This is an optimization exercise on Yosys and OpenROAD, whose aim is small area, a short achievable clock period and few clock cycles per item, not a production implementation.
The RTL was checked by simulation tests, not by an equivalence proof against the original design.

==> design/flow/design.v <==
module aes_sbox (
    input  wire [7:0] a,
    output wire [7:0] y
);
    wire [17:0] mid;
    aes_sbox_top u_top (.a(a), .m(mid));
    aes_sbox_bot u_bot (.m(mid), .y(y));
endmodule
module aes_sbox_top (
    input  wire [7:0]  a,
    output wire [17:0] m
);
    wire U0, U1, U2, U3, U4, U5, U6, U7;
    wire T1, T2, T3, T4, T5, T6, T7, T8, T9, T10, T11, T12, T13, T14, T15, T16, T17, T18, T19, T20, T21, T22, T23, T24, T25, T26, T27;
    wire M1, M2, M3, M4, M5, M6, M7, M8, M9, M10, M11, M12, M13, M14, M15, M16, M17, M18, M19, M20, M21, M22, M23, M24, M25, M26, M27, M28, M29, M30, M31, M32, M33, M34, M35, M36, M37, M38, M39, M40, M41, M42, M43, M44, M45, M46, M47, M48, M49, M50, M51, M52, M53, M54, M55, M56, M57, M58, M59, M60, M61, M62, M63;
    assign {U0, U1, U2, U3, U4, U5, U6, U7} = a;
    assign T1 = U0 ^ U3;
    assign T2 = U0 ^ U5;
    assign T3 = U0 ^ U6;
    assign T4 = U3 ^ U5;
    assign T5 = U4 ^ U6;
    assign T6 = T1 ^ T5;
    assign T7 = U1 ^ U2;
    assign T8 = U7 ^ T6;
    assign T9 = U7 ^ T7;
    assign T10 = T6 ^ T7;
    assign T11 = U1 ^ U5;
    assign T12 = U2 ^ U5;
    assign T13 = T3 ^ T4;
    assign T14 = T6 ^ T11;
    assign T15 = T5 ^ T11;
    assign T16 = T5 ^ T12;
    assign T17 = T9 ^ T16;
    assign T18 = U3 ^ U7;
    assign T19 = T7 ^ T18;
    assign T20 = T1 ^ T19;
    assign T21 = U6 ^ U7;
    assign T22 = T7 ^ T21;
    assign T23 = T2 ^ T22;
    assign T24 = T2 ^ T10;
    assign T25 = T20 ^ T17;
    assign T26 = T3 ^ T16;
    assign T27 = T1 ^ T12;
    assign M1 = T13 & T6;
    assign M2 = T23 & T8;
    assign M3 = T14 ^ M1;
    assign M4 = T19 & U7;
    assign M5 = M4 ^ M1;
    assign M6 = T3 & T16;
    assign M7 = T22 & T9;
    assign M8 = T26 ^ M6;
    assign M9 = T20 & T17;
    assign M10 = M9 ^ M6;
    assign M11 = T1 & T15;
    assign M12 = T4 & T27;
    assign M13 = M12 ^ M11;
    assign M14 = T2 & T10;
    assign M15 = M14 ^ M11;
    assign M16 = M3 ^ M2;
    assign M17 = M5 ^ T24;
    assign M18 = M8 ^ M7;
    assign M19 = M10 ^ M15;
    assign M20 = M16 ^ M13;
    assign M21 = M17 ^ M15;
    assign M22 = M18 ^ M13;
    assign M23 = M19 ^ T25;
    assign M24 = M22 ^ M23;
    assign M25 = M22 & M20;
    assign M26 = M21 ^ M25;
    assign M27 = M20 ^ M21;
    assign M28 = M23 ^ M25;
    assign M29 = M28 & M27;
    assign M30 = M26 & M24;
    assign M31 = M20 & M23;
    assign M32 = M27 & M31;
    assign M33 = M27 ^ M25;
    assign M34 = M21 & M22;
    assign M35 = M24 & M34;
    assign M36 = M24 ^ M25;
    assign M37 = M21 ^ M29;
    assign M38 = M32 ^ M33;
    assign M39 = M23 ^ M30;
    assign M40 = M35 ^ M36;
    assign M41 = M38 ^ M40;
    assign M42 = M37 ^ M39;
    assign M43 = M37 ^ M38;
    assign M44 = M39 ^ M40;
    assign M45 = M42 ^ M41;
    assign M46 = M44 & T6;
    assign M47 = M40 & T8;
    assign M48 = M39 & U7;
    assign M49 = M43 & T16;
    assign M50 = M38 & T9;
    assign M51 = M37 & T17;
    assign M52 = M42 & T15;
    assign M53 = M45 & T27;
    assign M54 = M41 & T10;
    assign M55 = M44 & T13;
    assign M56 = M40 & T23;
    assign M57 = M39 & T19;
    assign M58 = M43 & T3;
    assign M59 = M38 & T22;
    assign M60 = M37 & T20;
    assign M61 = M42 & T1;
    assign M62 = M45 & T4;
    assign M63 = M41 & T2;
    assign m = {M46, M47, M48, M49, M50, M51, M52, M53, M54, M55, M56, M57, M58, M59, M60, M61, M62, M63};
endmodule
module aes_sbox_bot (
    input  wire [17:0] m,
    output wire [7:0]  y
);
    wire M46, M47, M48, M49, M50, M51, M52, M53, M54, M55, M56, M57, M58, M59, M60, M61, M62, M63;
    wire L0, L1, L2, L3, L4, L5, L6, L7, L8, L9, L10, L11, L12, L13, L14, L15, L16, L17, L18, L19, L20, L21, L22, L23, L24, L25, L26, L27, L28, L29;
    wire S0, S1, S2, S3, S4, S5, S6, S7;
    assign {M46, M47, M48, M49, M50, M51, M52, M53, M54, M55, M56, M57, M58, M59, M60, M61, M62, M63} = m[17:0];
    assign L0 = M61 ^ M62;
    assign L1 = M50 ^ M56;
    assign L2 = M46 ^ M48;
    assign L3 = M47 ^ M55;
    assign L4 = M54 ^ M58;
    assign L5 = M49 ^ M61;
    assign L6 = M62 ^ L5;
    assign L7 = M46 ^ L3;
    assign L8 = M51 ^ M59;
    assign L9 = M52 ^ M53;
    assign L10 = M53 ^ L4;
    assign L11 = M60 ^ L2;
    assign L12 = M48 ^ M51;
    assign L13 = M50 ^ L0;
    assign L14 = M52 ^ M61;
    assign L15 = M55 ^ L1;
    assign L16 = M56 ^ L0;
    assign L17 = M57 ^ L1;
    assign L18 = M58 ^ L8;
    assign L19 = M63 ^ L4;
    assign L20 = L0 ^ L1;
    assign L21 = L1 ^ L7;
    assign L22 = L3 ^ L12;
    assign L23 = L18 ^ L2;
    assign L24 = L15 ^ L9;
    assign L25 = L6 ^ L10;
    assign L26 = L7 ^ L9;
    assign L27 = L8 ^ L10;
    assign L28 = L11 ^ L14;
    assign L29 = L11 ^ L17;
    assign S0 = L6 ^ L24;
    assign S1 = ~(L16 ^ L26);
    assign S2 = ~(L19 ^ L28);
    assign S3 = L6 ^ L21;
    assign S4 = L20 ^ L22;
    assign S5 = L25 ^ L29;
    assign S6 = ~(L13 ^ L27);
    assign S7 = ~(L6 ^ L23);
    assign y = {S0, S1, S2, S3, S4, S5, S6, S7};
endmodule
module cipher_aes_core (
    input  wire         clk,
    input  wire         rst,         
    input  wire         in_valid,
    output wire         in_ready,
    input  wire         in_key256,   
    input  wire [255:0] in_key,
    input  wire [127:0] in_block,
    output reg          out_valid,
    output reg  [127:0] out_block
);
    localparam integer MW = 18;    
    function [7:0] xtime(input [7:0] b);
        xtime = {b[6:0], 1'b0} ^ (b[7] ? 8'h1b : 8'h00);
    endfunction
    reg          s_valid;
    reg          s_k256;
    reg  [3:0]   s_round;    
    reg  [7:0]   s_rcon;
    reg  [127:0] s_state;
    reg  [127:0] s_ka;
    reg  [127:0] s_kb;
    reg          m_valid;
    reg          m_k256;
    reg  [3:0]   m_round;
    reg  [7:0]   m_rcon;
    reg  [16*MW-1:0] m_state;    
    reg  [4*MW-1:0]  m_kx;       
    reg  [127:0] m_ka;
    reg  [127:0] m_kb;
    wire [16*MW-1:0] s_mid;
    wire [4*MW-1:0]  s_kmid;
    genvar gi;
    generate
        for (gi = 0; gi < 16; gi = gi + 1) begin : g_top
            aes_sbox_top u_top (.a(s_state[8*gi +: 8]), .m(s_mid[MW*gi +: MW]));
        end
        for (gi = 0; gi < 4; gi = gi + 1) begin : g_ktop
            aes_sbox_top u_top (.a(s_kb[8*gi +: 8]), .m(s_kmid[MW*gi +: MW]));
        end
    endgenerate
    wire m_final = m_k256 ? (m_round == 4'd13) : (m_round == 4'd9);
    wire [31:0] kx_s;
    generate
        for (gi = 0; gi < 4; gi = gi + 1) begin : g_kbot
            aes_sbox_bot u_bot (.m(m_kx[MW*gi +: MW]), .y(kx_s[8*gi +: 8]));
        end
    endgenerate
    wire kx_rot = !m_k256 || !m_round[0];
    wire [31:0] kx_t = kx_rot ? ({kx_s[23:0], kx_s[31:24]} ^ {m_rcon, 24'h000000}) : kx_s;
    wire [127:0] kx_base = m_k256 ? m_ka : m_kb;
    wire [31:0] kx_p0 = kx_base[127:96];
    wire [31:0] kx_p1 = kx_p0 ^ kx_base[95:64];
    wire [31:0] kx_p2 = kx_p1 ^ kx_base[63:32];
    wire [31:0] kx_p3 = kx_p2 ^ kx_base[31:0];
    wire [127:0] kx_next = {kx_p0 ^ kx_t, kx_p1 ^ kx_t, kx_p2 ^ kx_t, kx_p3 ^ kx_t};
    wire [127:0] rkey = m_k256 ? m_kb : kx_next;
    wire [127:0] sub;
    generate
        for (gi = 0; gi < 16; gi = gi + 1) begin : g_bot
            aes_sbox_bot u_bot (.m(m_state[MW*gi +: MW]), .y(sub[8*gi +: 8]));
        end
    endgenerate
    wire [127:0] shifted;
    generate
        for (gi = 0; gi < 16; gi = gi + 1) begin : g_shift
            localparam integer R = gi % 4;
            localparam integer C = gi / 4;
            localparam integer SRC = 4 * ((C + R) % 4) + R;
            assign shifted[127-8*gi -: 8] = sub[127-8*SRC -: 8];
        end
    endgenerate
    wire [127:0] round_out;
    generate
        for (gi = 0; gi < 4; gi = gi + 1) begin : g_mix
            wire [31:0] col = shifted[127-32*gi -: 32];
            wire [7:0] a0 = col[31:24];
            wire [7:0] a1 = col[23:16];
            wire [7:0] a2 = col[15:8];
            wire [7:0] a3 = col[7:0];
            wire [7:0] t = a0 ^ a1 ^ a2 ^ a3;
            wire [31:0] d = {t ^ xtime(a0 ^ a1), t ^ xtime(a1 ^ a2),
                             t ^ xtime(a2 ^ a3), t ^ xtime(a3 ^ a0)};
            assign round_out[127-32*gi -: 32] =
                col ^ (m_final ? 32'h00000000 : d) ^ rkey[127-32*gi -: 32];
        end
    endgenerate
    reg  ready;
    assign in_ready = ready;
    wire s_final = s_k256 ? (s_round == 4'd13) : (s_round == 4'd9);
    wire slot_free_next = !s_valid || s_final;
    wire no_pass_next = ready ? (!in_valid || !in_key256)
                              : (!m_valid || m_final || !m_k256 || (m_round >= 4'd3));
    always @(posedge clk) begin
        if (rst) begin
            ready     <= 1'b1;
            s_valid   <= 1'b0;
            m_valid   <= 1'b0;
            out_valid <= 1'b0;
        end else begin
            ready     <= slot_free_next && no_pass_next;
            s_valid   <= in_ready ? in_valid : (m_valid && !m_final);
            m_valid   <= s_valid;
            out_valid <= m_valid && m_final;
        end
    end
    always @(posedge clk) begin
        m_k256  <= s_k256;
        m_round <= s_round;
        m_rcon  <= s_rcon;
        m_state <= s_mid;
        m_kx    <= s_kmid;
        m_ka    <= s_ka;
        m_kb    <= s_kb;
        out_block <= round_out;
        if (ready) begin
            s_k256  <= in_key256;
            s_round <= 4'd0;
            s_rcon  <= 8'h01;
            s_state <= in_block ^ in_key[255:128];
            s_ka    <= in_key[255:128];
            s_kb    <= in_key256 ? in_key[127:0] : in_key[255:128];
        end else begin
            s_k256  <= m_k256;
            s_round <= m_round + 4'd1;
            s_rcon  <= kx_rot ? xtime(m_rcon) : m_rcon;
            s_state <= round_out;
            s_ka    <= m_kb;
            s_kb    <= kx_next;
        end
    end
endmodule
==> design/flow/flow/run.sh <==
#!/bin/bash
# Layout flow: the standard flow, except that synthesis maps the logic
# with a different ABC script (flow/abc_map.script) and without Yosys's
# full-adder extraction. Registers are untouched: the flow checks that the
# netlist has the same flip-flops (names and cell types) as the standard
# synthesis and falls back to the standard netlist if not.
set -uo pipefail
W=$(pwd)
RES=$W/orfs/results/$FLOW_PLATFORM/cipher_aes_core/base

# 1. the standard synthesis, for reference
bash standard.sh synth > std_synth.log 2>&1 || exit 1
cp $RES/1_2_yosys.v $W/std_1_2_yosys.v

# 2. our synthesis, in a work area of its own
sed -e "s#@ABC_SCRIPT@#$W/flow/abc_map.script#" flow/synth.tcl > $W/my_synth.tcl
make -C $FLOW_HOME DESIGN_CONFIG=$W/config.mk WORK_HOME=$W/mysyn CLKGATE_MAP_FILE= \
     SYNTH_SCRIPT=$W/my_synth.tcl synth > my_synth.log 2>&1
MYV=$W/mysyn/results/$FLOW_PLATFORM/cipher_aes_core/base/1_2_yosys.v

# 3. same registers?
regs() { grep -oE '^ *sky130_fd_sc_hd__[a-z0-9]*(df|dl)[a-z0-9_]* +[^ ]+' "$1" | sed -E 's/_[0-9]+ +/ /; s/^ *//' | sort; }
if [[ -s $MYV ]] && cmp -s <(regs $W/std_1_2_yosys.v) <(regs $MYV); then
  echo "own synthesis: registers match, using it" > synth_choice.log
  cp $MYV $RES/1_2_yosys.v
  touch $RES/1_2_yosys.v
else
  echo "own synthesis: registers differ or missing, using the standard netlist" > synth_choice.log
fi
regs $W/std_1_2_yosys.v | wc -l >> synth_choice.log
regs $MYV | wc -l >> synth_choice.log

# 4. the rest of the standard flow
bash standard.sh > std_flow.log 2>&1
==> design/flow/flow/abc_map.script <==
strash
&get -n
&fraig -x
&put
scorr
dc2
strash
&get -n
&dch -f
&nf
&put
buffer -c
topo
stime -c
upsize -c
dnsize -c
==> design/flow/flow/synth.tcl <==
proc synth {args} { yosys synth -nofsm -noshare {*}$args }
proc extract_fa {args} { }
proc abc {args} {
  set i [lsearch $args -script]
  set args [lreplace $args $i [expr {$i + 1}] -script @ABC_SCRIPT@]
  yosys abc {*}$args
}
source $::env(SCRIPTS_DIR)/synth.tcl
# left out here: clear keep_hierarchy, flatten, clean up, hide names made inside functions, write 1_2_yosys.v
==> design/flow/standard.sh <==
#!/bin/bash
# synth_recipe.tcl (not shown) runs the flow's synth.tcl, then flattens the netlist and writes it again
# the make line also repeats each setting of config.mk as NAME=value (left out here)
make -C /OpenROAD-flow-scripts/flow DESIGN_CONFIG=/design/flow/config.mk WORK_HOME=/design/flow/orfs CLKGATE_MAP_FILE= SYNTH_SCRIPT=/design/flow/synth_recipe.tcl "${@:-finish}"
==> design/flow/config.mk <==
export PLATFORM = sky130hd
export DESIGN_NAME = cipher_aes_core
export DESIGN_NICKNAME = cipher_aes_core
export VERILOG_FILES = /design/flow/design.v
export SDC_FILE = /design/flow/constraint.sdc
export NUM_CORES = 8
export LEC_CHECK = 0
export CAP_MARGIN = 20
export CORE_MARGIN = 2
export CORE_UTILIZATION = 40
export PLACE_DENSITY = 0.6
export SETUP_SLACK_MARGIN = 4.5
export SLEW_MARGIN = 20
==> design/flow/constraint.sdc <==
create_clock -name core_clock -period 8.0 [get_ports {clk}]
set_input_delay 1.6000 -clock core_clock [delete_from_list [all_inputs] [get_ports {clk}]]
set_output_delay 1.6000 -clock core_clock [all_outputs]
set_load 0.01 [all_outputs]
==> impl_metrics.tcl, run 1 <==
set metrics [dict create \
    layout_setup_ws_ps 4490 \
    relSlewSlack 0.335 \
    r2r-end "s_state[81]$_DFF_P_" \
    grt_pass1_wl_mm 297 \
    status "timing/DRC/antenna clean" \
    max_stage_delay_ps 500 \
    worst_pin_slew_ps 978 \
    die_y_um 389 \
    antenna_found_initial 8 \
    yosysWarningCount 1 \
    hold_class "reg2reg" \
    crit_chain "xnor3_1 > xnor3_1 > mux2i_1 > xnor2_2 > xor2_2 > nor2_1 > a21oi_2 > xnor2_1 > nor2_1 > a21oi_1" \
    port_buffers 517 \
    pre_cts_ws_ps 3390 \
    drt_wl_total_mm 213 \
    holdBufCountCts 0 \
    final_net_count 6953 \
    drive_gt1_frac 0.145 \
    crit_path_top_delay_cell "xnor3_1" \
    maxCapViolCount 0 \
    cts.htree.levels 4 \
    cp_max_fo 3 \
    hold_start "s_kb[45]$_DFF_P_" \
    synth_nets 6369 \
    drc 0 \
    die-area_um2 152000 \
    die_w_um 389 \
    netlist_area_um2 59400 \
    drtIter0Drc 4459 \
    setup_viol 0 \
    critPathArrivalTime_ps 4130 \
    worstHoldPathCells 0 \
    start_util 0.402 \
    rsz0062_at_grt "yes" \
    post-route-period-util 0.439 \
    holdWs_ps 313 \
    final-instance-count-excl-fill 8605 \
    fin_worst_skew_ps 36.0 \
    fin_crit_ps 3510 \
    path_clk_slew_ps 60 \
    clockRootBuffer "clkbuf_16" \
    cts_tree "yes" \
    num_vias 44500 \
    via_per_inst 5.17 \
    hold_path_end "m_kb[45]$_DFF_P_" \
    synthCells 5981 \
    path_class "reg2reg" \
    slew_violations 0 \
    place_congestion 0.959 \
    ant_nets 0 \
    coreArea_um2 148000 \
    hold_viol 0 \
    max_freq_mhz 285 \
    clockBufferDepth 3 \
    clk-insertion-delay-late_ps 780 \
    wl_per_cell_um 24.8 \
    area_growth_syn_to_layout_pct 26.4 \
    drt_pre_antenna_iters 6 \
    tns_ps 0 \
    grt_max_degree 175 \
    ios 518 \
    dpl_cell_area_um2 66600 \
    cp-start-kind "flop" \
    numCtsBuffers 132 \
    critPathRequiredTime_ps 8610 \
    dp_hpwl_mm 169 \
    fillerInstances 13300 \
    cts_sinks 1158 \
    dpl.cell_count 8280 \
    end_kind "flop" \
    syn_area_per_cell_um2 9.93 \
    grt_usage 0.271 \
    final_area_um2 75100 \
    r2r_cells 10 \
    r2r-start "m_kx[28]$_DFF_P_" \
    row_count 141 \
    reg2reg_slack_ps 4490 \
    overflow 0 \
    grt_pass1_vias 42800 \
]
==> cells in the final DEF (no fill, tap or decap), types with 170 or more instances in the layout <==
master / instances
a21oi_1: 287
clkdlybuf4s50_1: 515
dfxtp_1: 1132
mux2_2: 170
nand2_1: 198
nor2_1: 697
o21ai_0: 290
xnor2_1: 1121
xnor2_2: 208
xor2_1: 585
==> what timing repair did <==
action / in CTS / in global routing
resized for setup: 221 / 234
buffers inserted: 20 / 59
pin swaps: 19 / 37
gates cloned: 2 / 0
endpoints found under the setup margin: 249 / 206
==> worst max-delay path by stage <==
| stage | startpoint | to | slack (ps) | depth (start not counted) |
|---|---|---|---|---|
| 4_1_cts | m_kx[56]$_DFF_P_ | s_state[58]$_DFF_P_ | 4340 | 11 |
| 2_1_floorplan | s_state[93]$_DFF_P_ | m_state[199]$_DFF_P_ | 4970 | 11 |
| 6_report | m_kx[28]$_DFF_P_ | s_state[81]$_DFF_P_ | 4490 | 10 |
| 3_3_place_gp | m_k256$_DFF_P_ | s_state[58]$_DFF_P_ | 3430 | 10 |
| 3_5_place_dp | m_k256$_DFF_P_ | s_state[58]$_DFF_P_ | 3390 | 10 |
| 5_1_grt | m_state[110]$_DFF_P_ | s_state[81]$_DFF_P_ | 4390 | 12 |
==> cell type report <==
cell class | instances | area [um2] | area share
Multi-Input combinational cell | 4601 | 38400 | 0.511
Sequential cell | 1158 | 23200 | 0.309
Timing Repair Buffer | 628 | 6250 | 0.0833
Clock buffer | 192 | 3920 | 0.0522
Tap cell | 1930 | 2410 | 0.0322
Clock inverter | 49 | 709 | 0.00945
Inverter | 44 | 165 | 0.00220
Antenna cell | 3 | 7.51 | 0.000100
==> per-layer routing <==
layer	track usage	share of wire	wire length (um)	up-vias
met5	0	0.000061	13	-
met4	0.108	0.045	9500	2
met3	0.0370	0.070	15000	346
met2	0.434	0.45	96600	1754
met1	0.368	0.43	92300	21600
li1	-	-	-	20800
==> through the flow <==
step	util
5_1_grt	0.508
6_report	0.508
2_1_floorplan	-
4_1_cts	0.494
3_5_place_dp	0.451
3_3_place_gp	0.451
==> critical path, delay by kind of cell (launching register included) <==
| kind | cells | cell delay [ps] |
|---|---|---|
| AND/OR/NAND/NOR | 2 | 240 |
| multiplexers | 1 | 150 |
| XOR/XNOR | 5 | 1890 |
| AO/OA/AOI/OAI | 2 | 670 |
| flip-flops | 1 | 400 |
==> flip-flops by register name, indices dropped and copies added (netlist names), 72 cells and up <==
name and flops:
m_state 288, m_ka 128, m_kb 128, out_block 128, s_ka 128, s_kb 128, s_state 128, m_kx 72
Testbench counts, summed over its fixed seeds: cycles 25,540, items 2,048.
==> inputs of run 2 (changes only) <==
--- a/design/flow/config.mk
+++ b/design/flow/config.mk
@@ -9,5 +9,5 @@
 export CORE_MARGIN = 2
 export CORE_UTILIZATION = 40
 export PLACE_DENSITY = 0.6
-export SETUP_SLACK_MARGIN = 4.5
+export SETUP_SLACK_MARGIN = 3.5
 export SLEW_MARGIN = 20
==> run 2 against run 1 <==
Still clean. Die area unchanged. Clock skew up 3.1 ps. Non-clock buffer count down 81.
==> impl_metrics.tcl, run 2 <==
set metrics [dict create \
    drt_pre_antenna_iters 6 \
    hold_viol 0 \
    r2r_cells 10 \
    clockRootBuffer "clkbuf_16" \
    die_w_um 389 \
    tns_ps 0 \
    wl_per_cell_um 24.6 \
    cts_tree "yes" \
    numCtsBuffers 132 \
    regMostFlops "m_state" \
    ant_nets 0 \
    port_buffers 517 \
    start_util 0.402 \
    place_congestion 0.959 \
    via_per_inst 5.12 \
    overflow 0 \
    grt_pass1_wl_mm 293 \
    r2r-start "m_k256$_DFF_P_" \
    cts.htree.levels 4 \
    rsz0062_at_grt "no" \
    layout_common_cells "xnor2_1, dfxtp_1, nor2_1, xor2_1, clkdlybuf4s50_1" \
    fin_crit_ps 4440 \
    reg2reg_slack_ps 3560 \
    hold_class "reg2reg" \
    area_growth_syn_to_layout_pct 19.9 \
    setup_viol 0 \
    critPathArrivalTime_ps 5120 \
    row_count 141 \
    drive_gt1_frac 0.0780 \
    cp-start-kind "flop" \
    max_freq_mhz 225 \
    ios 518 \
    critPathRequiredTime_ps 8680 \
    slew_violations 0 \
    cts_sinks 1158 \
    holdWs_ps 315 \
    final_common_cell "xnor2_1" \
    die-area_um2 152000 \
    cp-endpoint "s_state[74]$_DFF_P_" \
    drt_wl_total_mm 209 \
    final_net_count 6872 \
    fillerInstances 13800 \
    coreArea_um2 148000 \
    post-route-period-util 0.555 \
    antenna_found_initial 4 \
    clk-insertion-delay-late_ps 780 \
    cp_max_fo 100 \
    crit_start "m_k256$_DFF_P_" \
    synthCells 5981 \
    path_clk_slew_ps 60 \
    die_y_um 389 \
    drtIter0Drc 4092 \
    fin_worst_skew_ps 39.1 \
    syn_area_per_cell_um2 9.93 \
    r2r-end "s_state[74]$_DFF_P_" \
    maxCapViolCount 0 \
    path_class "reg2reg" \
    dp_hpwl_mm 169 \
    clockBufferDepth 3 \
    relSlewSlack 0.152 \
    status "timing/DRC/antenna clean" \
    largest_reg_flops 288 \
    synth_nets 6369 \
    num_vias 43700 \
    end_kind "flop" \
    grt_max_degree 175 \
    grt_pass1_vias 42300 \
    yosysWarningCount 1 \
    drc 0 \
    netlist_area_um2 59400 \
    grt_usage 0.267 \
    worst_pin_slew_ps 1260 \
]
run 2: cell types whose count changed in the layout (fill, tap and decap cells not counted), sizes merged:
cell,delta
buf,-79
bufbuf,-2
diode,-2
clkdlybuf4s50,+1
dlygate4sd2,-1
run 2: layout make-up:
| type | instances | area (um2) | share of cell area |
|---|---|---|---|
| clock inverters | 49 | 709 | 0.00996 |
| diodes | 1 | 2.50 | 0.0000351 |
| inverters | 44 | 165 | 0.00232 |
| clock buffers | 192 | 3920 | 0.0550 |
| flip-flops and latches | 1158 | 23200 | 0.326 |
| multi-input cells | 4601 | 35400 | 0.497 |
| repair buffers | 547 | 5460 | 0.0766 |
| well taps | 1930 | 2410 | 0.0339 |
run 2: what timing repair did:
| action | CTS | global route |
|---|---|---|
| gates resized for setup | 2 | 2 |
| setup buffers | 0 | 0 |
| cloned | 0 | 0 |
| setup endpoints to repair | 2 | 2 |
| hold buffers | 0 | 0 |
run 2: layer usage:
| metal | global-route usage | wire length, um |
|---|---|---|
| met1 | 0.361 | 91400 |
| met2 | 0.427 | 94700 |
| met3 | 0.0385 | 14600 |
| met4 | 0.110 | 8650 |
| met5 | 0 | 13 |
run 2: worst min path at each step:
stage,start,endpoint,slack [ps],cells after the start
after global placement,s_rcon[2]$_SDFF_PP0_,m_rcon[2]$_DFF_P_,310,0
after CTS,s_kb[45]$_DFF_P_,m_kb[45]$_DFF_P_,310,0
after floorplan,s_ka[0]$_DFF_P_,m_ka[0]$_DFF_P_,310,0
after global routing,s_kb[72]$_DFF_P_,m_kb[72]$_DFF_P_,330,0
after detailed placement,s_ka[113]$_DFF_P_,m_ka[113]$_DFF_P_,310,0
final,s_kb[45]$_DFF_P_,m_kb[45]$_DFF_P_,310,0
run 2: critical path, cell delays in order, from the launching register on:
cell and delay (ps):
dfxtp_4 550, buf_12 510, buf_4 600, mux2i_1 310, xnor2_1 100, xnor2_1 690, o21ai_0 290, xor2_1 210
xnor2_1 480, nor2_1 260, a21oi_1 190
run 2: per-stage QoR:
| step | std cells | worst slack (ps) | instance area [um2] | util |
|---|---|---|---|---|
| final | 8522 | 3560 | 71200 | 0.482 |
| after global routing | 8521 | 3540 | 71200 | 0.482 |
| after CTS | 8521 | 3570 | 71200 | 0.482 |
| after detailed placement | 8280 | 3390 | 66600 | 0.451 |
| after global placement | 8280 | 3430 | 66600 | 0.451 |
| after floorplan | 5981 | 4970 | 59400 | - |
==> inputs of run 3 (changes only) <==
--- a/design/flow/flow/run.sh
+++ b/design/flow/flow/run.sh
@@ -1,12 +1,16 @@
 #!/bin/bash
-# Layout flow: the standard flow, except that synthesis maps the logic
-# with a different ABC script (flow/abc_map.script) and without Yosys's
-# full-adder extraction. Registers are untouched: the flow checks that the
-# netlist has the same flip-flops (names and cell types) as the standard
-# synthesis and falls back to the standard netlist if not.
+# Layout flow: the standard flow (standard.sh), except that
+#  - synthesis maps the logic with the ABC script flow/abc_map.script; the
+#    registers are untouched, and the flow checks that the netlist has the
+#    same flip-flops (names and cell types) as the standard synthesis, and
+#    uses the standard netlist if not;
+#  - the make variables in flow/params.sh are added (port buffer cell,
+#    repair margins).
+# Each tool's output goes to a log file in the work folder.
 set -uo pipefail
 W=$(pwd)
 RES=$W/orfs/results/$FLOW_PLATFORM/cipher_aes_core/base
+source flow/params.sh
 
 # 1. the standard synthesis, for reference
 bash standard.sh synth > std_synth.log 2>&1 || exit 1
@@ -31,4 +35,4 @@
 regs $MYV | wc -l >> synth_choice.log
 
 # 4. the rest of the standard flow
-bash standard.sh > std_flow.log 2>&1
+bash standard.sh "${MAKE_ARGS[@]}" finish > std_flow.log 2>&1
==> design/flow/flow/params.sh (new file) <==
MAKE_ARGS=(SETUP_SLACK_MARGIN=5 "BUFFER_PORTS_ARGS=-buffer_cell sky130_fd_sc_hd__buf_2")
--- a/design/flow/flow/synth.tcl
+++ b/design/flow/flow/synth.tcl
@@ -1,5 +1,4 @@
 proc synth {args} { yosys synth -nofsm -noshare {*}$args }
-proc extract_fa {args} { }
 proc abc {args} {
   set i [lsearch $args -script]
   set args [lreplace $args $i [expr {$i + 1}] -script @ABC_SCRIPT@]
--- a/design/flow/config.mk
+++ b/design/flow/config.mk
@@ -9,5 +9,4 @@
 export CORE_MARGIN = 2
 export CORE_UTILIZATION = 40
 export PLACE_DENSITY = 0.6
-export SETUP_SLACK_MARGIN = 3.5
 export SLEW_MARGIN = 20
==> run 3 against run 2 <==
Still clean. Critical path depth up 1. Cell count up 11%. Synthesized area up 4.9%. Worst setup slack better by 1200 ps. Register-to-register slack better by 1200 ps. Wire length up 20%. Largest cell class unchanged.
==> impl_metrics.tcl, run 3 <==
set metrics [dict create \
    holdBufCountCts 0 \
    met3_usage 0.0452 \
    cpMostUsedCell "xnor2_4" \
    final_common_cell "dfxtp_1" \
    met1_usage 0.386 \
    cts_sinks 1158 \
    tns_ps 0 \
    drc 0 \
    grt_pass1_vias 47800 \
    max_freq_mhz 307 \
    rsz0062_at_grt "yes" \
    r2r-end "m_state[208]$_DFF_P_" \
    clockBufferDepth 3 \
    path_clk_slew_ps 60 \
    worst_pin_slew_ps 1170 \
    cp-start-kind "flop" \
    area_growth_syn_to_layout_pct 49.2 \
    ios 518 \
    finish.utilization 0.602 \
    dp_hpwl_mm 179 \
    yosysWarningCount 1 \
    row_count 144 \
    antenna_found_initial 23 \
    fin_worst_skew_ps 38.4 \
    grt_pass1_wl_mm 330 \
    wl_per_cell_um 26.4 \
    synthCells 6026 \
    hold_class "reg2reg" \
    grt.busiest_layer "met2" \
    ant_nets 0 \
    port_buffers 517 \
    netlist_area_um2 62300 \
    critPathArrivalTime_ps 3970 \
    grt_usage 0.289 \
    regMostFlops "m_state" \
    layout_common_cells "dfxtp_1, xnor2_1, buf_4, buf_2, nor2_1" \
    final_net_count 7766 \
    reg2reg_slack_ps 4750 \
    r2r-start "s_state[95]$_DFF_P_" \
    setup_viol 0 \
    end_kind "flop" \
    largest_reg_flops 288 \
    hold_viol 0 \
    cts_tree "yes" \
    grt_max_degree 87 \
    crit_chain "xnor2_4 > xnor2_2 > xnor2_1 > ha_1 > xor3_2 > xnor2_4 > nand2b_4 > a221o_1 > xor2_2 > xnor3_1 > nor2_1" \
    fillerInstances 11800 \
    dpl_cell_area_um2 67600 \
    die-area_um2 159000 \
    coreArea_um2 154000 \
    relSlewSlack 0.221 \
    slew_violations 0 \
    fin_crit_ps 3250 \
    hold_path_end "m_ka[117]$_DFF_P_" \
    drt_wl_total_mm 250 \
    drive_gt1_frac 0.487 \
    status "timing/DRC/antenna clean" \
    pre_cts_ws_ps 3330 \
    drtIter0Drc 4677 \
    die_y_um 399 \
    synth_nets 6456 \
    path_class "reg2reg" \
    overflow 0 \
    syn_area_per_cell_um2 10.3 \
    num_vias 50900 \
    cp_max_fo 7 \
    numCtsBuffers 133 \
    layout_setup_ws_ps 4750 \
    critPathRequiredTime_ps 8720 \
    start_util 0.403 \
    cts.htree.levels 4 \
    maxCapViolCount 0 \
    crit_path_top_delay_cell "a221o_1" \
    place_congestion 0.956 \
    drt_pre_antenna_iters 6 \
    clk-insertion-delay-late_ps 800 \
    max_stage_delay_ps 410 \
    clockRootBuffer "clkbuf_16" \
    use_met2 0.458 \
    hold_start "s_ka[117]$_DFF_P_" \
    r2r_cells 11 \
    via_per_inst 5.36 \
    final_area_um2 92900 \
    die_w_um 399 \
    post-route-period-util 0.407 \
    worstHoldPathCells 0 \
]
==> run 3: layout make-up <==
cell class | instances | area (um2) | area share
antenna | 2 | 5.00 | 0.0000538
clock buffer | 186 | 4000 | 0.0430
clock inverter | 54 | 815 | 0.00876
inverter | 49 | 184 | 0.00198
multi-input combinational | 4625 | 51200 | 0.551
sequential | 1158 | 23800 | 0.256
tap | 2044 | 2560 | 0.0275
timing repair buffer | 1369 | 10500 | 0.112
==> run 3: worst max-delay path by stage <==
stage | slack, ps | startpoint | cells after the start | end
finish | 4750 | s_state[95]$_DFF_P_ | 11 | m_state[208]$_DFF_P_
global route | 4610 | s_state[95]$_DFF_P_ | 11 | m_state[208]$_DFF_P_
CTS | 4750 | s_state[8]$_DFF_P_ | 11 | m_state[19]$_DFF_P_
floorplan | 5000 | s_state[60]$_DFF_P_ | 11 | m_state[127]$_DFF_P_
detailed placement | 3330 | m_kx[38]$_DFF_P_ | 9 | s_state[62]$_DFF_P_
global placement | 3290 | m_kx[38]$_DFF_P_ | 9 | s_state[62]$_DFF_P_
==> run 3: timing repair <==
item,CTS,global route
resized for setup,1437,1071
endpoints found under the hold margin,0,0
setup endpoints to repair,729,478
buffers inserted,401,401
pin swaps,448,588
cloned,6,5
==> run 3: worst max-delay path: cells and delay by family, from the launching register on <==
| kind | cells | cell delay (ps) |
|---|---|---|
| AO/OA/AOI/OAI | 1 | 410 |
| flip-flops | 1 | 390 |
| AND/OR/NAND/NOR | 2 | 210 |
| XOR/XNOR | 7 | 1870 |
| adder cells (fa/ha/maj) | 1 | 300 |
==> run 3: routing by layer <==
metal | routed length (um) | vias to the layer above
li1 | - | 22700
met4 | 15500 | 8
met3 | 20400 | 577
met1 | 100000 | 25200
met5 | 43 | -
met2 | 114000 | 2404
==> run 3: stage by stage <==
stage | hold WS [ps] | cells
floorplan | 310 | 6026
global placement | 310 | 8432
detailed placement | 312 | 8432
CTS | 308 | 9079
global route | 320 | 9485
finish | 306 | 9487
==> inputs of run 4 (changes only) <==
==> design/flow/flow/params.sh (replaced) <==
MAKE_ARGS=(SETUP_SLACK_MARGIN=4.5 "BUFFER_PORTS_ARGS=-buffer_cell sky130_fd_sc_hd__buf_2")
==> run 4 against run 3 <==
Final area decreased by 18%. Worst setup slack got worse by 300 ps. First-iteration DRC count decreased by 17%. Wire length decreased by 9.8%. Fmax decreased by 8.4%. Clock skew increased by 6.7 ps. Non-clock buffer count decreased by 724. Utilization decreased by 11 points. Highest routed layer unchanged.
==> impl_metrics.tcl, run 4 <==
set metrics [dict create \
    drive_gt1_frac 0.245 \
    critPathArrivalTime_ps 4270 \
    num_vias 45800 \
    dp_hpwl_mm 182 \
    drt_wl_total_mm 226 \
    wl_per_cell_um 25.8 \
    path_class "reg2reg" \
    status "timing/DRC/antenna clean" \
    drc 0 \
    setup_viol 0 \
    pre_cts_ws_ps 3350 \
    synth_nets 6456 \
    layout_setup_ws_ps 4450 \
    worst_pin_slew_ps 1050 \
    place_congestion 0.959 \
    clk-insertion-delay-late_ps 780 \
    die_w_um 399 \
    area_growth_syn_to_layout_pct 21.6 \
    port_buffers 517 \
    cts_tree "yes" \
    hold_start "s_kb[86]$_DFF_P_" \
    fillerInstances 14000 \
    final_common_cell "dfxtp_1" \
    regMostFlops "m_state" \
    die_y_um 399 \
    end_kind "flop" \
    overflow 0 \
    relSlewSlack 0.301 \
    max_freq_mhz 282 \
    crit_start "m_kx[38]$_DFF_P_" \
    maxCapViolCount 0 \
    cp-start-kind "flop" \
    antenna_found_initial 18 \
    slew_violations 0 \
    ant_nets 0 \
    critPathRequiredTime_ps 8720 \
    grt_usage 0.274 \
    holdWs_ps 299 \
    yosysWarningCount 1 \
    post-route-period-util 0.444 \
    cp_max_fo 4 \
    die-area_um2 159000 \
    grt_pass1_vias 43900 \
    final_net_count 7029 \
    clockBufferDepth 3 \
    coreArea_um2 154000 \
    row_count 144 \
    layout_common_cells "dfxtp_1, xnor2_1, nor2_1, buf_2, xor2_1" \
    syn_area_per_cell_um2 10.3 \
    synthCells 6026 \
    tns_ps 0 \
    path_clk_slew_ps 60 \
    drtIter0Drc 3879 \
    hold_class "reg2reg" \
    largest_reg_flops 288 \
    clockRootBuffer "clkbuf_16" \
    via_per_inst 5.23 \
    ios 518 \
    numCtsBuffers 121 \
    start_util 0.403 \
    rsz0062_at_grt "yes" \
    grt_max_degree 158 \
    fin_crit_ps 3550 \
    holdBufCountCts 0 \
    cts_sinks 1158 \
    grt_pass1_wl_mm 312 \
    netlist_area_um2 62300 \
    drt_pre_antenna_iters 8 \
    r2r-start "m_kx[38]$_DFF_P_" \
    hold_viol 0 \
    cts.htree.levels 3 \
    fin_worst_skew_ps 45.1 \
]
run 4: cell type report:
cell class                 instances  area (um2)  share of cell area
inverter                          49         185             0.00244
antenna                            8        20.0            0.000264
multi-input combinational       4624       41700               0.551
clock buffer                     172        3500              0.0462
timing repair buffer             645        3700              0.0488
clock inverter                    55         807              0.0107
tap                             2044        2560              0.0338
sequential                      1158       23300               0.307
run 4: final timing paths:
| path | end | slack [ps] | depth (start not counted) |
|---|---|---|---|
| setup / recovery | s_state[124]$_DFF_P_ | 4450 | 9 |
| hold / removal | m_kb[86]$_DFF_P_ | 300 | 0 |
| setup reg to reg | s_state[124]$_DFF_P_ | 4450 | 9 |
| hold reg to reg | m_kb[86]$_DFF_P_ | 300 | 0 |
run 4: worst max-delay path, cell delays in order, from the launching register on:
cell	delay (ps)
dfxtp_1	440
xnor3_1	450
xor3_1	460
xor2_1	180
mux2i_2	410
xor2_2	390
o21ai_0	220
xnor2_1	170
xnor2_1	500
mux2_2	270
run 4: metal layers:
layer	global-route usage	routed length, um	share of wire
met2	0.433	102000	0.45
met5	0	59	0.00026
met4	0.114	10300	0.046
met3	0.0449	17100	0.076
met1	0.371	96500	0.43
run 4: repair_timing:
item                       in CTS  in global routing
pin swaps                      37                 49
setup buffers                  41                 52
gates resized for setup       275                336
setup endpoints to repair     357                233
run 4: metrics by stage:
stage	area, um2	cells	util
6_report	75800	8755	0.491
3_3_place_gp	67000	8427	0.434
3_5_place_dp	67000	8427	0.434
4_1_cts	73300	8695	0.475
2_1_floorplan	62300	6026	-
5_1_grt	75700	8747	0.491
==> inputs of run 5 (changes only) <==
==> design/flow/flow/abc_map.script (replaced) <==
strash
dc2
&get -n
&dch -f
&nf -R 1000
&put
buffer -c
topo
stime -c
upsize -c
dnsize -c
==> run 5 against run 4 <==
Final area decreased by 2.6%. Critical path depth increased by 3. Cell count decreased by 0.55%. Wire length decreased by 2.9%. Largest cell class unchanged.
==> impl_metrics.tcl, run 5 <==
set metrics [dict create \
    status "timing/DRC/antenna clean" \
    maxCapViolCount 0 \
    hold_viol 0 \
    synthCells 6043 \
    regMostFlops "m_state" \
    cts_tree "yes" \
    setup_viol 0 \
    drt_wl_total_mm 219 \
    drtIter0Drc 3946 \
    syn_area_per_cell_um2 9.65 \
    overflow 0 \
    rsz0062_at_grt "yes" \
    dpl_cell_area_um2 62900 \
    holdWs_ps 301 \
    hold_class "reg2reg" \
    finish.utilization 0.508 \
    die_w_um 386 \
    tns_ps 0 \
    slew_violations 0 \
    fillerInstances 13100 \
    cts_sinks 1158 \
    final-instance-count-excl-fill 8707 \
    hold_start "s_ka[90]$_DFF_P_" \
    path_class "reg2reg" \
    post-route-period-util 0.433 \
    crit_start "m_state[215]$_DFF_P_" \
    start_util 0.402 \
    critPathArrivalTime_ps 4120 \
    relSlewSlack 0.263 \
    ant_nets 0 \
    coreArea_um2 145000 \
    max_freq_mhz 289 \
    multi_input_area_um2 39100 \
    num_vias 44700 \
    drt_pre_antenna_iters 5 \
    via_per_inst 5.13 \
    grt_pass1_wl_mm 299 \
    place_congestion 0.972 \
    fin_crit_ps 3460 \
    area_growth_syn_to_layout_pct 26.5 \
    worst_pin_slew_ps 1110 \
    final_common_cell "xnor2_1" \
    netlist_area_um2 58300 \
    cts.htree.levels 4 \
    seqCellArea_um2 23300 \
    critPathRequiredTime_ps 8660 \
    final_area_um2 73800 \
    clk-insertion-delay-late_ps 790 \
    layout_setup_ws_ps 4540 \
    port_buffers 517 \
    pre_cts_ws_ps 3060 \
    end_kind "flop" \
    grt_max_degree 210 \
    clockBufferDepth 3 \
    final_net_count 7112 \
    dpl.cell_count 8325 \
    drive_gt1_frac 0.254 \
    holdBufCountCts 0 \
    wl_per_cell_um 25.2 \
    row_count 140 \
    drc 0 \
    yosysWarningCount 1 \
    grt_usage 0.281 \
    die_y_um 386 \
    synth_nets 6473 \
    ios 518 \
    layout_common_cells "xnor2_1, dfxtp_1, nor2_1, xor2_1, buf_2" \
    die-area_um2 149000 \
    r2r-start "m_state[215]$_DFF_P_" \
    numCtsBuffers 132 \
    dp_hpwl_mm 174 \
    cp-start-kind "flop" \
    antenna_found_initial 31 \
    largest_reg_flops 288 \
    path_clk_slew_ps 60 \
    fin_worst_skew_ps 34.4 \
    clockRootBuffer "clkbuf_16" \
    grt_pass1_vias 42700 \
    cp_max_fo 8 \
]
## run 5: what timing repair did
action                                  in CTS  in global routing
resized for setup                          334                406
endpoints found under the setup margin     480                289
pin swaps                                   40                108
cloned                                       2                  1
setup buffers                               41                 96
## run 5: layer usage
layer | vias up | routed length [um] | track usage
met4 | 30 | 11100 | 0.124
met2 | 1891 | 99200 | 0.449
met5 | - | 185 | 0
li1 | 20800 | - | -
met1 | 21500 | 91200 | 0.371
met3 | 384 | 17500 | 0.0514
## run 5: path summary, 6_finish.rpt
path | cells past startpoint | endpoint | slack [ps]
min reg2reg | 0 | m_ka[90]$_DFF_P_ | 300
min | 0 | m_ka[90]$_DFF_P_ | 300
max reg2reg | 12 | s_state[69]$_DFF_P_ | 4540
max | 12 | s_state[69]$_DFF_P_ | 4540
## run 5: layout make-up
class,instances,area share
diodes,3,0.000102
multi-input cells,4636,0.529
inverters,68,0.00346
repair buffers,686,0.0567
well taps,1917,0.0325
clock inverters,51,0.00899
clock buffers,188,0.0531
flip-flops and latches,1158,0.316
## run 5: worst max-delay path: stages (launching register included)
cell and delay [ps]:
dfxtp_1 380, xor2_1 270, xnor2_1 240, xnor2_1 180, xnor2_2 410, xor2_2 360
xnor2_4 210, o21ai_0 170, a21oi_1 230, xor2_1 300, xnor2_1 310, nor2_1 80
a21oi_1 220
==> inputs of run 6 (changes only) <==
==> design/flow/flow/params.sh (replaced) <==
MAKE_ARGS=(SETUP_SLACK_MARGIN=4.5 RECOVER_POWER=100 "BUFFER_PORTS_ARGS=-buffer_cell sky130_fd_sc_hd__buf_2")
==> run 6 against run 5 <==
Hold slack lost 1.6 ps. Critical path depth shrank 2. Now fails the layout checks on max-capacitance violations, max-slew violations. Global-route usage is the same.
==> impl_metrics.tcl, run 6 <==
set metrics [dict create \
    maxCapViolCount 6 \
    drtIter0Drc 3783 \
    violatedChecks "max-capacitance violations, max-slew violations" \
    clockRootBuffer "clkbuf_16" \
    fin_crit_ps 5570 \
    cp-start-kind "flop" \
    antenna_found_initial 33 \
    row_count 140 \
    slew_violations 367 \
    dpl_cell_area_um2 62900 \
    synthCells 6043 \
    layout_common_cells "xnor2_1, dfxtp_1, nor2_1, xor2_1, buf_2" \
    tns_ps 0 \
    final_net_count 7112 \
    rsz0062_at_grt "yes" \
    die_w_um 386 \
    cts_tree "yes" \
    dp_hpwl_mm 174 \
    status "complete, but fails checks" \
    drc 0 \
    largest_reg_flops 288 \
    ant_nets 0 \
    holdWs_ps 299 \
    synth_nets 6473 \
    grt_max_degree 210 \
    ios 518 \
    path_clk_slew_ps 60 \
    drive_gt1_frac 0.208 \
    hold_viol 0 \
    path_class "reg2reg" \
    worst_pin_slew_ps 3320 \
    critPathRequiredTime_ps 8700 \
    syn_area_per_cell_um2 9.65 \
    die_y_um 386 \
    max_freq_mhz 179 \
    overflow 0 \
    coreArea_um2 145000 \
    cp_max_fo 45 \
    via_per_inst 5.14 \
    start_util 0.402 \
    final_area_um2 72300 \
    cts_sinks 1158 \
    num_vias 44800 \
    wl_per_cell_um 25.2 \
    end_kind "flop" \
    grt_pass1_vias 42700 \
    critPathArrivalTime_ps 6280 \
    cts.htree.levels 4 \
    area_growth_syn_to_layout_pct 24.0 \
    setup_viol 0 \
    yosysWarningCount 1 \
    grt_pass1_wl_mm 299 \
    regMostFlops "m_state" \
    clk-insertion-delay-late_ps 790 \
    drt_wl_total_mm 219 \
    die-area_um2 149000 \
    clockBufferDepth 3 \
    place_congestion 0.972 \
    netlist_area_um2 58300 \
    post-route-period-util 0.697 \
    relSlewSlack -1.21 \
    grt_usage 0.281 \
    fin_worst_skew_ps 35.8 \
    final_common_cell "xnor2_1" \
    numCtsBuffers 132 \
    port_buffers 517 \
    hold_class "reg2reg" \
    drt_pre_antenna_iters 7 \
]
[run 6: cell count changes in the layout (fill, tap and decap cells not counted), moves of 42 or more]
| cell | change |
|---|---|
| buf_2 | -132 |
| xnor2_1 | +61 |
| xor2_1 | +42 |
| clkbuf_1 | +136 |
| xnor2_2 | -55 |
[run 6: worst paths after layout]
kind               startpoint                   to  slack (ps)  cells past startpoint
max            m_k256$_DFF_P_  s_state[33]$_DFF_P_        2430                     10
min reg2reg  s_ka[90]$_DFF_P_     m_ka[90]$_DFF_P_         300                      0
max reg2reg    m_k256$_DFF_P_  s_state[33]$_DFF_P_        2430                     10
min          s_ka[90]$_DFF_P_     m_ka[90]$_DFF_P_         300                      0
[run 6: per-stage QoR]
| step | setup WS [ps] | cells | util |
|---|---|---|---|
| floorplan | 4680 | 6043 | - |
| global placement | 3030 | 8324 | 0.433 |
| detailed placement | 3060 | 8325 | 0.433 |
| CTS | 4270 | 8607 | 0.483 |
| global route | 2170 | 8706 | 0.498 |
| finish | 2430 | 8711 | 0.498 |
[run 6: layout make-up]
type	count	area [um2]
fill	13300	72900
antenna	7	17.5
timing repair buffer	686	3970
multi-input combinational	4636	37800
sequential	1158	23300
clock inverter	51	663
tap	1917	2400
clock buffer	188	3920
inverter	68	255
[run 6: timing repair]
action / CTS / global route
setup endpoints to repair: 480 / 289
cloned: 2 / 1
setup buffers: 41 / 96
pin swaps: 40 / 108
resized for setup: 334 / 406
hold buffers: 0 / 0
[run 6: worst max-delay path, stage by stage (launching register included)]
cell and delay, ps:
dfxtp_4 430, buf_16 270, inv_1 250, buf_4 270, nand2_1 110, and4_4 360, clkbuf_1 2300, a21oi_1 650
xnor2_1 430, nor2_1 60, a21oi_1 150
[run 6: layer usage]
metal  GRT usage  part of all wire  vias up
met5           0           0.00085        -
met4       0.124             0.054       30
met3      0.0514             0.079      420
met2       0.449              0.45     1883
met1       0.371              0.42    21600
li1            -                 -    20800
==> inputs of run 7 (changes only) <==
==> design/flow/flow/params.sh (replaced) <==
MAKE_ARGS=(SETUP_SLACK_MARGIN=4.5 "BUFFER_PORTS_ARGS=-buffer_cell sky130_fd_sc_hd__buf_2" "CTS_ARGS=-sink_clustering_enable -repair_clock_nets -dont_use_dummy_load -sink_clustering_size 20")
==> run 7 against run 6 <==
The run now finishes clean. Global-route usage hardly changed. Synthesized area stayed put. First-iteration DRC count increased by 2.0%. Wire length shrank 0.68%. Worst setup slack better by 2100 ps. Clock-buffer cell count fell by 56. Fmax up 62%. Critical endpoint is now s_state[20]$_DFF_P_.
==> impl_metrics.tcl, run 7 <==
set metrics [dict create \
    cts_tree "yes" \
    dpl_cell_area_um2 62900 \
    ios 518 \
    maxCapViolCount 0 \
    final_common_cell "xnor2_1" \
    clk-insertion-delay-late_ps 780 \
    ant_nets 0 \
    cp-start-kind "flop" \
    largest_reg_flops 288 \
    grt_pass1_vias 42700 \
    numCtsBuffers 132 \
    cp_max_fo 4 \
    critPathRequiredTime_ps 8670 \
    fin_worst_skew_ps 65.4 \
    num_vias 44400 \
    holdBufCountCts 0 \
    synth_nets 6473 \
    r2r_cells 12 \
    hold_path_end "m_ka[90]$_DFF_P_" \
    fillerInstances 13200 \
    hold_viol 0 \
    place_congestion 0.972 \
    coreArea_um2 145000 \
    start_util 0.402 \
    r2r-end "s_state[20]$_DFF_P_" \
    grt_pass1_wl_mm 299 \
    drive_gt1_frac 0.248 \
    critPathArrivalTime_ps 4120 \
    hold_start "s_ka[90]$_DFF_P_" \
    setup_viol 0 \
    clockBufferDepth 3 \
    die_w_um 386 \
    holdWs_ps 274 \
    worstHoldPathCells 0 \
    area_growth_syn_to_layout_pct 24.4 \
    hold_class "reg2reg" \
    clockRootBuffer "clkbuf_16" \
    die-area_um2 149000 \
    dpl.cell_count 8325 \
    drt_pre_antenna_iters 8 \
    drc 0 \
    rsz0062_at_grt "yes" \
    wl_per_cell_um 25.3 \
    end_kind "flop" \
    yosysWarningCount 1 \
    cts_sinks 1158 \
    netlist_area_um2 58300 \
    slew_violations 0 \
    reg2reg_slack_ps 4550 \
    r2r-start "m_kx[38]$_DFF_P_" \
    status "timing/DRC/antenna clean" \
    post-route-period-util 0.431 \
    grt_usage 0.281 \
    synthCells 6043 \
    path_class "reg2reg" \
    grt_max_degree 210 \
    dp_hpwl_mm 174 \
    antenna_found_initial 34 \
    final_area_um2 72500 \
    worst_pin_slew_ps 1110 \
    port_buffers 517 \
    path_clk_slew_ps 60 \
    row_count 140 \
    regMostFlops "m_state" \
    relSlewSlack 0.263 \
    drtIter0Drc 3860 \
    final_net_count 7118 \
    die_y_um 386 \
    via_per_inst 5.16 \
    final-instance-count-excl-fill 8610 \
    tns_ps 0 \
    fin_crit_ps 3450 \
    syn_area_per_cell_um2 9.65 \
    drt_wl_total_mm 218 \
    max_freq_mhz 290 \
    overflow 0 \
    layout_common_cells "xnor2_1, dfxtp_1, nor2_1, buf_2, xor2_1" \
    cts.htree.levels 4 \
]
==> run 7: changes by cell type in the layout (fill, tap and decap cells not counted), sizes merged <==
cell	change
clkbuf	-198
buf	+149
clkinv	-27
bufinv	-12
clkinvlp	-7
inv	-5
bufbuf	-1
==> run 7: repair_timing <==
item | CTS | global route
setup endpoints to repair | 482 | 297
buffers inserted | 50 | 93
gates cloned | 2 | 1
resized for setup | 332 | 416
pin swaps | 44 | 102
==> run 7: area by class of cell <==
| class | count | area [um2] | area share |
|---|---|---|---|
| diodes | 7 | 17.5 | 0.000242 |
| repair buffers | 692 | 4220 | 0.0582 |
| inverters | 68 | 255 | 0.00352 |
| clock buffers | 132 | 3300 | 0.0455 |
| well taps | 1917 | 2400 | 0.0331 |
| flip-flops and latches | 1158 | 23300 | 0.321 |
| multi-input cells | 4636 | 39000 | 0.538 |
==> run 7: through the flow <==
step,util,worst slack (ps)
finish,0.499,4550
global route,0.499,4380
CTS,0.475,4430
detailed placement,0.433,3060
global placement,0.433,3030
floorplan,-,4680
==> run 7: worst max path at each step <==
stage                  startpoint                   end  slack (ps)
2_1_floorplan    s_kb[15]$_DFF_P_      m_kx[19]$_DFF_P_        4680
3_3_place_gp       m_k256$_DFF_P_   s_state[56]$_DFF_P_        3030
3_5_place_dp       m_k256$_DFF_P_   s_state[56]$_DFF_P_        3060
4_1_cts          m_kx[56]$_DFF_P_   s_state[31]$_DFF_P_        4430
5_1_grt        m_state[2]$_DFF_P_  s_state[127]$_DFF_P_        4380
6_report         m_kx[38]$_DFF_P_   s_state[20]$_DFF_P_        4550
==> run 7: critical path, stage by stage, from the launching register on <==
cell     delay, ps
dfxtp_1        440
xor2_4         250
xnor2_2        160
xnor2_2        300
xor2_2         340
a21oi_1        200
xnor2_2        500
xnor2_4        210
nor2_2         240
xor2_1         280
xnor2_1        220
nor2_1          70
a21oi_1        150
==> run 7: metal layers <==
| metal | track usage | wire length (um) | vias up |
|---|---|---|---|
| li1 | - | - | 20700 |
| met1 | 0.371 | 90700 | 21500 |
| met2 | 0.450 | 99100 | 1773 |
| met3 | 0.0529 | 17300 | 386 |
| met4 | 0.119 | 10600 | 32 |
| met5 | 0 | 197 | - |
==> inputs of run 8 (changes only) <==
--- a/design/flow/design.v
+++ b/design/flow/design.v
@@ -227,6 +227,7 @@
         end
     endgenerate
     wire [127:0] round_out;
+    wire [127:0] final_out = shifted ^ rkey;
     generate
         for (gi = 0; gi < 4; gi = gi + 1) begin : g_mix
             wire [31:0] col = shifted[127-32*gi -: 32];
@@ -237,8 +238,7 @@
             wire [7:0] t = a0 ^ a1 ^ a2 ^ a3;
             wire [31:0] d = {t ^ xtime(a0 ^ a1), t ^ xtime(a1 ^ a2),
                              t ^ xtime(a2 ^ a3), t ^ xtime(a3 ^ a0)};
-            assign round_out[127-32*gi -: 32] =
-                col ^ (m_final ? 32'h00000000 : d) ^ rkey[127-32*gi -: 32];
+            assign round_out[127-32*gi -: 32] = final_out[127-32*gi -: 32] ^ d;
         end
     endgenerate
     reg  ready;
@@ -268,7 +268,7 @@
         m_kx    <= s_kmid;
         m_ka    <= s_ka;
         m_kb    <= s_kb;
-        out_block <= round_out;
+        out_block <= final_out;
         if (ready) begin
             s_k256  <= in_key256;
             s_round <= 4'd0;
--- a/design/flow/config.mk
+++ b/design/flow/config.mk
@@ -7,6 +7,6 @@
 export LEC_CHECK = 0
 export CAP_MARGIN = 20
 export CORE_MARGIN = 2
-export CORE_UTILIZATION = 40
-export PLACE_DENSITY = 0.6
+export CORE_UTILIZATION = 55
+export PLACE_DENSITY = 0.7
 export SLEW_MARGIN = 20
==> run 8 against run 7 <==
Still clean on timing, DRC and antenna. Utilization rose by 18 points. Register-to-register slack got worse by 110 ps. Global-route usage rose by 7.3 points. Clock-buffer cell count fell by 13. Largest cell class unchanged.
==> impl_metrics.tcl, run 8 <==
set metrics [dict create \
    status "timing/DRC/antenna clean" \
    post-route-period-util 0.445 \
    finish.utilization 0.678 \
    final_area_um2 70100 \
    clk-insertion-delay-late_ps 700 \
    wl_per_cell_um 25.1 \
    synthCells 5883 \
    drc 0 \
    slew_violations 0 \
    seqCellArea_um2 23300 \
    end_kind "flop" \
    port_buffers 517 \
    final_net_count 6960 \
    clockRootBuffer "clkbuf_16" \
    row_count 118 \
    fin_worst_skew_ps 59.6 \
    setup_viol 0 \
    start_util 0.554 \
    antenna_found_initial 8 \
    dp_hpwl_mm 155 \
    num_vias 43800 \
    largest_reg_flops 288 \
    synth_nets 6313 \
    die_y_um 327 \
    hold_class "reg2reg" \
    via_per_inst 5.54 \
    crit_chain "xor2_4 > buf_4 > xnor2_1 > xnor2_2 > o21ai_0 > xor2_2 > buf_4 > xnor2_4 > xor2_4 > xnor2_1 > o21ai_0 > xnor2_1 > xnor2_1 > o21ai_0" \
    fillerInstances 8006 \
    layout_setup_ws_ps 4440 \
    drt_pre_antenna_iters 6 \
    regMostFlops "m_state" \
    clockBufferDepth 3 \
    rsz0062_at_grt "yes" \
    pre_cts_ws_ps 3280 \
    tns_ps 0 \
    grt_pass1_wl_mm 277 \
    grt_pass1_vias 42000 \
    worst_pin_slew_ps 1120 \
    cts_tree "yes" \
    critPathRequiredTime_ps 8550 \
    cp-start-kind "flop" \
    area_growth_syn_to_layout_pct 22.3 \
    layout_common_cells "xnor2_1, dfxtp_1, xor2_1, nor2_1, buf_2" \
    ios 518 \
    max_freq_mhz 281 \
    cts.htree.levels 3 \
    holdWs_ps 283 \
    final-instance-count-excl-fill 7915 \
    dpl_cell_area_um2 61300 \
    dpl.cell_count 7651 \
    holdBufCountCts 0 \
    grt_max_degree 198 \
    die-area_um2 107000 \
    fin_crit_ps 3560 \
    critPathArrivalTime_ps 4110 \
    place_congestion 1.02 \
    ant_nets 0 \
    max_stage_delay_ps 380 \
    final_common_cell "xnor2_1" \
    die_w_um 327 \
    coreArea_um2 103000 \
    overflow 0 \
    maxCapViolCount 0 \
    drive_gt1_frac 0.235 \
    relSlewSlack 0.254 \
    path_class "reg2reg" \
    hold_viol 0 \
    syn_area_per_cell_um2 9.74 \
    drt_wl_total_mm 199 \
    cts_sinks 1158 \
    path_clk_slew_ps 60 \
    multi_input_area_um2 37700 \
    crit_path_top_delay_cell "dfxtp_4" \
    cpMostUsedCell "xnor2_1" \
    grt_usage 0.354 \
    drtIter0Drc 4126 \
    netlist_area_um2 57300 \
    numCtsBuffers 119 \
    yosysWarningCount 1 \
    cp_max_fo 3 \
]
[run 8: final timing paths]
check | from | end | slack [ps] | cells after the start
hold / removal | s_rcon[2]$_SDFF_PP0_ | m_rcon[2]$_DFF_P_ | 280 | 0
setup / recovery | m_kx[2]$_DFF_P_ | s_state[3]$_DFF_P_ | 4440 | 14
setup reg to reg | m_kx[2]$_DFF_P_ | s_state[3]$_DFF_P_ | 4440 | 14
hold reg to reg | s_rcon[2]$_SDFF_PP0_ | m_rcon[2]$_DFF_P_ | 280 | 0
[run 8: per-layer routing]
layer	GRT usage	up-vias	wire length, um
met5	0	-	0
met4	0.179	0	11400
met3	0.0547	410	16500
met2	0.561	2111	90300
met1	0.471	21300	80500
li1	-	20000	-
[run 8: final cells by class]
type,count,area share
Antenna cell,7,0.000250
Timing Repair Buffer,692,0.0583
Multi-Input combinational cell,4491,0.538
Inverter,68,0.00364
Clock buffer,119,0.0425
Tap cell,1380,0.0246
Sequential cell,1158,0.332
[run 8: what timing repair did]
item	CTS	global route
endpoints found under the setup margin	426	233
endpoints found under the hold margin	0	0
resized for setup	332	378
pin swaps	57	95
gates cloned	1	0
buffers inserted	54	83
[run 8: worst max-delay path, delay by kind of cell (launching register included)]
| family | cells | cell delay [ps] |
|---|---|---|
| xor gates and xnor gates | 9 | 2220 |
| AOI/OAI and AO/OA | 3 | 450 |
| DFF | 1 | 380 |
| buffers and inverters | 2 | 370 |
Testbench counts of run 8, summed over its fixed seeds: cycles 25,540, items 2,048.

afterwards: timing with drivers on the ports:
The flow's constraints put no driver on any port. The routed layouts listed below were extracted and timed again, unchanged, in two steps. Step 1 (the two cells are an assumption about what drives the block):
set clk [get_ports {clk}]
set_driving_cell -lib_cell sky130_fd_sc_hd__clkbuf_16 $clk
set_driving_cell -lib_cell sky130_fd_sc_hd__buf_2 [delete_from_list [all_inputs] $clk]
Step 2, shift: input delay + t, output delay - t, t = (earliest + latest rising clock arrival at the registers) / 2. This alone moves slack from input paths to output paths. a / b / c = no drivers / after step 1 / after step 2; a / b = the first two.
run | t, ns | setup WS [ns] | hold slack, ns | worst setup path after step 2 | pins driven straight from the clock port
run 1 | 0.843 | 4.489 / 4.471 / 4.142 | 0.313 / 0.313 / 0.313 | input to register | 1
run 2 | 0.847 | 3.564 / 3.564 / 3.564 | 0.315 / 0.315 / 0.315 | register to register | 1
run 3 | 0.863 | 4.745 / 4.745 / 4.175 | 0.306 / 0.306 / 0.306 | input to register | 1
run 4 | 0.845 | 4.448 / 4.448 / 4.252 | 0.299 / 0.299 / 0.299 | input to register | 1
run 5 | 0.849 | 4.537 / 4.537 / 3.911 | 0.301 / 0.301 / 0.301 | input to register | 1
run 6 | 0.850 | 2.425 / 2.425 / 2.178 | 0.299 / 0.299 / 0.299 | input to register | 1
run 7 | 0.833 | 4.548 / 4.492 / 3.903 | 0.274 / 0.274 / 0.274 | input to register | 1
run 8 | 0.744 | 4.437 / 4.437 / 3.912 | 0.283 / 0.283 / 0.283 | input to register | 1
The setup slack of run 7, which loses most, moves by -0.056 ns with the drivers and by -0.645 ns with both steps.
